This design comes from an exercise in tuning for small area, a short achievable clock period and few clock cycles on the open sky130 flow, not from production work.
No functional check of the RTL was part of this run.
Power is estimated from default activity; no workload was simulated.

### design/flow/constraint.sdc
create_clock -name core_clock -period 25.0 [get_ports {clk}]
set_input_delay 5.0000 -clock core_clock [delete_from_list [all_inputs] [get_ports {clk}]]
set_output_delay 5.0000 -clock core_clock [all_outputs]
set_load 0.01 [all_outputs]
### design/flow/run.sh
#!/bin/bash
# synth_recipe.tcl (not shown) runs the flow's synth.tcl, then flattens the netlist and writes it again
# the make line also repeats each setting of config.mk as NAME=value (left out here)
make -C /OpenROAD-flow-scripts/flow DESIGN_CONFIG=/design/flow/config.mk WORK_HOME=/design/flow/orfs CLKGATE_MAP_FILE= SYNTH_SCRIPT=/design/flow/synth_recipe.tcl finish
### design/flow/config.mk
export PLATFORM = sky130hd
export DESIGN_NAME = cvu
export DESIGN_NICKNAME = cvu
export VERILOG_FILES = /design/flow/design.v
export SDC_FILE = /design/flow/constraint.sdc
export NUM_CORES = 4
export LEC_CHECK = 0
export CAP_MARGIN = 20
export CORE_MARGIN = 2
export CORE_UTILIZATION = 30
export SLEW_MARGIN = 20
### design/flow/design.v
module cvu (
    input  wire        clk,
    input  wire        rst,
    input  wire        req_valid,
    output wire        req_ready,
    input  wire        req_write,
    input  wire [5:0]  req_addr,     
    input  wire [31:0] req_wdata,
    output reg         rsp_valid,
    output reg  [31:0] rsp_rdata,
    output wire        irq
);
    localparam A_CFG      = 6'h00, A_CTRL    = 6'h01, A_STATUS  = 6'h02, A_ERRCNT  = 6'h03,
               A_POLY_LO  = 6'h04, A_POLY_HI = 6'h05, A_INIT_LO = 6'h06, A_INIT_HI = 6'h07,
               A_XOR_LO   = 6'h08, A_XOR_HI  = 6'h09,
               A_DATA8    = 6'h0C, A_DATA16  = 6'h0D, A_DATA32  = 6'h0E,
               A_RES_LO   = 6'h10, A_RES_HI  = 6'h11, A_ALIVERX = 6'h12, A_ALIVE   = 6'h13,
               A_RX_LO    = 6'h14, A_RX_HI   = 6'h15;
    localparam QD = 16;
    reg [37:0] q_mem [0:QD-1];
    reg [3:0]  q_wp, q_rp;
    reg [4:0]  q_cnt;
    reg [2:0]  feed_left;    
    reg [23:0] feed_buf;     
    wire q_empty = (q_cnt == 5'd0);
    wire q_full  = (q_cnt == QD);
    wire idle    = q_empty && (feed_left == 3'd0);
    assign req_ready = req_write ? !q_full : idle;
    wire wr_acc = req_valid && req_ready && req_write;
    wire rd_acc = req_valid && req_ready && !req_write;
    wire pop    = !q_empty && (feed_left == 3'd0);
    wire [37:0] q_head = q_mem[q_rp];
    wire [5:0]  op_addr = q_head[37:32];
    wire [31:0] op_data = q_head[31:0];
    always @(posedge clk) begin
        if (wr_acc)
            q_mem[q_wp] <= {req_addr, req_wdata};
    end
    always @(posedge clk) begin
        if (rst) begin
            q_wp  <= 4'd0;
            q_rp  <= 4'd0;
            q_cnt <= 5'd0;
        end else begin
            if (wr_acc) q_wp <= q_wp + 4'd1;
            if (pop)    q_rp <= q_rp + 4'd1;
            q_cnt <= q_cnt + {4'd0, wr_acc} - {4'd0, pop};
        end
    end
    reg [1:0]  alive_w;
    reg [5:0]  alive_step;
    reg        refout, refin;
    reg [6:0]  width;
    reg [63:0] poly, init, xorout;
    reg [63:0] crc;           
    reg [31:0] rx_hi;
    reg [15:0] alive_rx;
    reg [15:0] alive;
    reg        alive_seen;    
    reg [15:0] err_cnt;
    reg        st_match, st_mismatch, st_jump, st_repeat, st_cfg_err;
    reg [31:0] res_hi_latch;
    assign irq = st_cfg_err | st_repeat | st_jump | st_mismatch;
    wire [63:0] wmask = {64{1'b1}} >> (7'd64 - width);
    function [63:0] reflect;
        input [63:0] v;
        input [6:0]  w;
        integer i;
        reg [63:0] full;
        begin
            for (i = 0; i < 64; i = i + 1)
                full[i] = v[63 - i];
            reflect = full >> (7'd64 - w);
        end
    endfunction
    wire [63:0] crc_w  = crc & wmask;
    wire [63:0] result = ((refout ? reflect(crc_w, width) : crc_w) ^ xorout) & wmask;
    function [63:0] absorb;
        input [63:0] r;
        input [7:0]  b;
        input        rin;
        input [6:0]  w;
        input [63:0] p;
        integer k;
        reg [63:0] t;
        reg        bit_in, top;
        begin
            t = r;
            for (k = 0; k < 8; k = k + 1) begin
                bit_in = rin ? b[k] : b[7 - k];
                top    = t[w - 7'd1] ^ bit_in;
                t      = t << 1;
                if (top) t = t ^ p;
            end
            absorb = t;
        end
    endfunction
    wire [7:0]  feed_byte = (feed_left != 3'd0) ? feed_buf[7:0] : op_data[7:0];
    wire        do_absorb = (feed_left != 3'd0) ||
                            (pop && (op_addr == A_DATA8 || op_addr == A_DATA16 || op_addr == A_DATA32));
    wire [63:0] crc_next  = absorb(crc, feed_byte, refin, width, poly & wmask);
    wire [63:0] rx_val    = {rx_hi, op_data} & wmask;
    wire        chk_bad   = (result != rx_val);
    wire [15:0] amask     = (alive_w == 2'd1) ? 16'h000F :
                            (alive_w == 2'd2) ? 16'h00FF : 16'hFFFF;
    wire [15:0] arx       = alive_rx & amask;
    wire [15:0] adiff     = (arx - alive) & amask;
    wire [5:0]  astep     = (alive_step == 6'd0) ? 6'd1 : alive_step;
    wire        a_on      = (alive_w != 2'd0);
    wire        a_repeat  = a_on && alive_seen && (adiff == 16'd0);
    wire        a_jump    = a_on && alive_seen && (adiff > {10'd0, astep});
    wire        cfg_ok    = (op_data[31:30] == 2'b00) &&
                            (op_data[6:0] >= 7'd3) && (op_data[6:0] <= 7'd64);
    wire [15:0] err_inc   = (err_cnt == 16'hFFFF) ? err_cnt : err_cnt + 16'd1;
    always @(posedge clk) begin
        if (rst) begin
            alive_w      <= 2'd0;
            alive_step   <= 6'd1;
            refout       <= 1'b0;
            refin        <= 1'b0;
            width        <= 7'd32;
            poly         <= 64'd0;
            init         <= 64'd0;
            xorout       <= 64'd0;
            crc          <= 64'd0;
            rx_hi        <= 32'd0;
            alive_rx     <= 16'd0;
            alive        <= 16'd0;
            alive_seen   <= 1'b0;
            err_cnt      <= 16'd0;
            st_match     <= 1'b0;
            st_mismatch  <= 1'b0;
            st_jump      <= 1'b0;
            st_repeat    <= 1'b0;
            st_cfg_err   <= 1'b0;
            feed_left    <= 3'd0;
            feed_buf     <= 24'd0;
        end else begin
            if (do_absorb)
                crc <= crc_next;
            if (feed_left != 3'd0) begin
                feed_left <= feed_left - 3'd1;
                feed_buf  <= {8'd0, feed_buf[23:8]};
            end else if (pop) begin
                case (op_addr)
                    A_CFG: begin
                        if (cfg_ok) begin
                            alive_w    <= op_data[23:22];
                            alive_step <= op_data[21:16];
                            refout     <= op_data[9];
                            refin      <= op_data[8];
                            width      <= op_data[6:0];
                            crc        <= init;
                            alive      <= 16'd0;
                            alive_seen <= 1'b0;
                        end else begin
                            st_cfg_err <= 1'b1;
                            err_cnt    <= err_inc;
                        end
                    end
                    A_CTRL: begin
                        if (op_data[0]) crc <= init;
                        if (op_data[1]) begin
                            alive      <= 16'd0;
                            alive_seen <= 1'b0;
                        end
                    end
                    A_STATUS: begin
                        if (op_data[1]) st_mismatch <= 1'b0;
                        if (op_data[2]) st_jump     <= 1'b0;
                        if (op_data[3]) st_repeat   <= 1'b0;
                        if (op_data[4]) st_cfg_err  <= 1'b0;
                    end
                    A_ERRCNT:  err_cnt <= op_data[15:0];
                    A_POLY_LO: begin poly[31:0]    <= op_data; crc <= init; alive <= 16'd0; alive_seen <= 1'b0; end
                    A_POLY_HI: begin poly[63:32]   <= op_data; crc <= init; alive <= 16'd0; alive_seen <= 1'b0; end
                    A_INIT_LO: begin init[31:0]    <= op_data; crc <= {init[63:32], op_data}; alive <= 16'd0; alive_seen <= 1'b0; end
                    A_INIT_HI: begin init[63:32]   <= op_data; crc <= {op_data, init[31:0]}; alive <= 16'd0; alive_seen <= 1'b0; end
                    A_XOR_LO:  begin xorout[31:0]  <= op_data; crc <= init; alive <= 16'd0; alive_seen <= 1'b0; end
                    A_XOR_HI:  begin xorout[63:32] <= op_data; crc <= init; alive <= 16'd0; alive_seen <= 1'b0; end
                    A_DATA16: begin
                        feed_left <= 3'd1;
                        feed_buf  <= {16'd0, op_data[15:8]};
                    end
                    A_DATA32: begin
                        feed_left <= 3'd3;
                        feed_buf  <= op_data[31:8];
                    end
                    A_ALIVERX: alive_rx <= op_data[15:0];
                    A_RX_HI:   rx_hi    <= op_data;
                    A_RX_LO: begin
                        if (chk_bad) begin
                            st_mismatch <= 1'b1;
                            st_match    <= 1'b0;
                            err_cnt     <= err_inc;
                        end else if (a_repeat) begin
                            st_repeat   <= 1'b1;
                            st_match    <= 1'b0;
                            err_cnt     <= err_inc;
                        end else begin
                            if (a_on) begin
                                alive      <= arx;
                                alive_seen <= 1'b1;
                            end
                            if (a_jump) begin
                                st_jump  <= 1'b1;
                                st_match <= 1'b0;
                                err_cnt  <= err_inc;
                            end else begin
                                st_match <= 1'b1;
                            end
                        end
                        crc <= init;
                    end
                    default: ;
                endcase
            end
        end
    end
    reg [31:0] rd_val;
    always @(*) begin
        case (req_addr)
            A_CFG:     rd_val = {8'd0, alive_w, alive_step, 6'd0, refout, refin, 1'b0, width};
            A_STATUS:  rd_val = {26'd0, 1'b0, st_cfg_err, st_repeat, st_jump, st_mismatch, st_match};
            A_ERRCNT:  rd_val = {16'd0, err_cnt};
            A_POLY_LO: rd_val = poly[31:0]    & wmask[31:0];
            A_POLY_HI: rd_val = poly[63:32]   & wmask[63:32];
            A_INIT_LO: rd_val = init[31:0]    & wmask[31:0];
            A_INIT_HI: rd_val = init[63:32]   & wmask[63:32];
            A_XOR_LO:  rd_val = xorout[31:0]  & wmask[31:0];
            A_XOR_HI:  rd_val = xorout[63:32] & wmask[63:32];
            A_RES_LO:  rd_val = result[31:0];
            A_RES_HI:  rd_val = res_hi_latch;
            A_ALIVE:   rd_val = {16'd0, alive};
            default:   rd_val = 32'd0;
        endcase
    end
    always @(posedge clk) begin
        if (rst) begin
            rsp_valid    <= 1'b0;
            rsp_rdata    <= 32'd0;
            res_hi_latch <= 32'd0;
        end else begin
            rsp_valid <= rd_acc;
            if (rd_acc) begin
                rsp_rdata <= rd_val;
                if (req_addr == A_RES_LO)
                    res_hi_latch <= result[63:32];
            end
        end
    end
endmodule
==> results.ini <==
[detailed_routing]
routed_wl_um=424000
ant_nets=0
drt-wirelength-per-cell_um=38.3
drcViolationCount=0
vias_per_cell=6.42
dr.pass1.iters=6
drt_iter0_drc=12000
num_vias=71000

[cells_and_area]
nNetsFinal=7895
syn2layout_area_growth_pct=13.1
drive_above_1_share=0.132

[outcome]
status=timing/DRC/antenna clean

[min_path]
hold_path.class=reg -> reg

[sta]
finalHoldViolCount=0
max_slew.worst_pin.slew_ps=1320
rsz0062_at_grt=false
slew_violations=0
post-route-period-util=0.930
maxSlewHeadroom=0.109
setup_viol=0
finalSetupTns_ps=0
max_freq_ghz=0.0430
post-route-min-period_ps=23260
holdWs_ps=460
setup_ws_ps=1740
clock_skew_ps=74.6

[yosys]
ys_async_sr_fraction=0
ys_warn_count=1
netlist_instances=7890
ys_ff_latch=1076
synth_seq_area_share=0.388
yosysUniqueCellTypes=122
postSynthAreaPerCell_sq_um=9.02
ys.flop_type=edfxtp_1
synth_area_leader_cell=edfxtp_1
netlist_top_cells_area=edfxtp_1, dfxtp_1, mux4_2
synth_edf_count=608
netlist_area_sq_um=71200
yosys.area.top_type_share=0.256
synth.net_count=7976

[clock_network]
cts_buffers=105
cts_root_buf=clkbuf_16
clkSlewWorstSetupHoldPaths_ps=70
cts_tree=built
cts_sinks=1076
htreeDepth=3
clkLatencyLatePin_ps=780
holdBufCountCts=0
ctsResizeCount=0
clock_path_buffers=3
cts_setup_buffers=0

[floorplan]
die-width_um=491
io_pins=77
core_area_sq_um=236000
initial_core_util=0.302
rows=178
dieHeight_um=491
die_area_sq_um=241000

[global_route]
grt_pass1_wl_um=572000
grt_pass1_vias=65800
grt_use_total=0.338
grt.overflow.total=0
antenna_found_initial=37
grt_max_degree=121

[power]
total_power_uw=6900
p_leak_uw=0.0267
ir_worst_vdd_mv=0.0879
power_density_nw_per_um2=85.7

[setup_path]
cp_common_cell=buf_4
critical_path_class=reg -> reg
required_ps=25660
max_stage_delay_ps=930
cp-end-kind=flip-flop
critPathLaunchType=flip-flop
critPathArrivalTime_ps=23920
crit_fanout=52
crit_path_top_delay_cell=ha_4

[placed_design]
post-place-ws_ps=2470
dp_hpwl_um=304000
port_buffers=76
gp_congestion=1.08

[flow_run]
drv_cap=0

## synth_stat cells (51+ instances only)
master and instances:
a211oi_1 78, a21oi_1 545, a22oi_1 172, a31oi_1 156
and2_1 58, and3_1 67, buf_1 75, buf_2 68
clkbuf_1 496, dfxtp_1 468, edfxtp_1 608, inv_1 65
mux2i_1 339, mux4_2 209, nand2_1 882, nand2b_1 55
nand3_1 247, nand4_1 55, nor2_1 979, nor3_1 213
nor4_1 65, o211ai_1 66, o21ai_0 294, o22ai_1 73
o31ai_1 51, or3_1 54, xnor2_1 332, xor2_1 193
## final cells by class
| class | instances | area (sq um) |
|---|---|---|
| Multi-Input combinational cell | 6062 | 41000 |
| Antenna cell | 15 | 37.5 |
| Inverter | 67 | 255 |
| Timing Repair Buffer | 497 | 4030 |
| Clock inverter | 67 | 802 |
| Sequential cell | 1076 | 27600 |
| Clock buffer | 126 | 2760 |
| Fill cell | 24100 | 155000 |
| Tap cell | 3150 | 3940 |
## layout by cell type, fill, tap and decap left out, types with 172 or more instances in the layout
cell and instances:
mux4_2 209, edfxtp_1 608, buf_4 407, nor3_1 202
xnor2_1 326, dfxtp_1 462, o21ai_0 284, nor2_1 943
nand3_1 243, mux2i_1 336, a21oi_1 541, xor2_1 192
a22oi_1 172, nand2_1 874
## sequential cells by signal (all words and copies together) (netlist names), 5 cells and up, named ones only
name and cells:
alive 16, alive_rx 16, alive_step 6, crc 64
err_cnt 16, feed_buf 24, init 64, poly 64
q_cnt 5, q_mem 608, res_hi_latch 32, rsp_rdata 32
rx_hi 32, width 7, xorout 64
## worst paths after layout
check / end / slack, ps / startpoint / cells past startpoint
worst min register to register: res_hi_latch[31] / 460 / res_hi_latch[31] / 2
worst min-delay path: res_hi_latch[31] / 460 / res_hi_latch[31] / 2
worst max-delay path: crc[8] / 1740 / width[0] / 61
worst max register to register: crc[8] / 1740 / width[0] / 61
## logic make-up (layout without fill, tap and decap cells)
logic type	count (synthesis)	after routing	synth area share
AOI/OAI and AO/OA	2032	2032	0.192
xor gates and xnor gates	538	538	0.0677
adders and majority gates	44	44	0.00794
buffers and inverters	752	757	0.0439
DFF	1076	1076	0.388
muxes	567	567	0.117
other	0	15	0
and+or+nand+nor	2881	2881	0.184
## metrics by stage
| stage | area (sq um) | instances | util |
|---|---|---|---|
| CTS | 80300 | 11000 | 0.341 |
| finish | 80500 | 11100 | 0.342 |
| detailed placement | 76800 | 10800 | 0.326 |
| floorplan | 71200 | 7890 | - |
| global route | 80500 | 11100 | 0.342 |
| global placement | 76700 | 10800 | 0.326 |
## power by group
part	total (uW)	switching (uW)	leakage, uW	internal [uW]
clock	1680	749	0.00170	928
combinational	3170	2330	0.0158	838
sequential	2060	125	0.00925	1930
## routing by layer
layer,part of all wire,vias up,track usage
li1,-,29200,-
met1,0.38,35200,0.433
met2,0.41,5259,0.487
met3,0.11,1336,0.0880
met4,0.095,36,0.256
met5,0.00061,-,0
## worst max-delay path: cells and delay by family, from the launching register on
kind | cells | cell delay (ps)
compound gates | 26 | 10050
xor+xnor | 6 | 2310
fa+ha+maj | 1 | 930
buf+inv | 9 | 2970
flops | 1 | 810
mux | 5 | 1190
simple gates | 14 | 4550

## afterwards: timing with drivers on the ports
Ports are ideal in the flow. The routed layout listed here was re-timed in OpenROAD.
Step 1: set_driving_cell puts a clkbuf_16 on clk and a buf_2 on each other input, an assumption about the parent block.
Step 2 also shifts input and output timing later by t, the mid clock arrival at the registers, as if the neighbouring blocks saw the same clock.
Three values: no drivers, after step 1, after step 2; two values: the first two.
t, ns: 0.826
slack for setup (ns): 1.743 / 1.743 / 1.743
worst hold slack (ns): 0.460 / 0.460 / 0.460
cell pins on the clock port's net: 1
After both steps setup and hold are still met in this run. For this run, drivers alone change the setup slack by 0.000 ns; drivers and shift together by 0.000 ns.
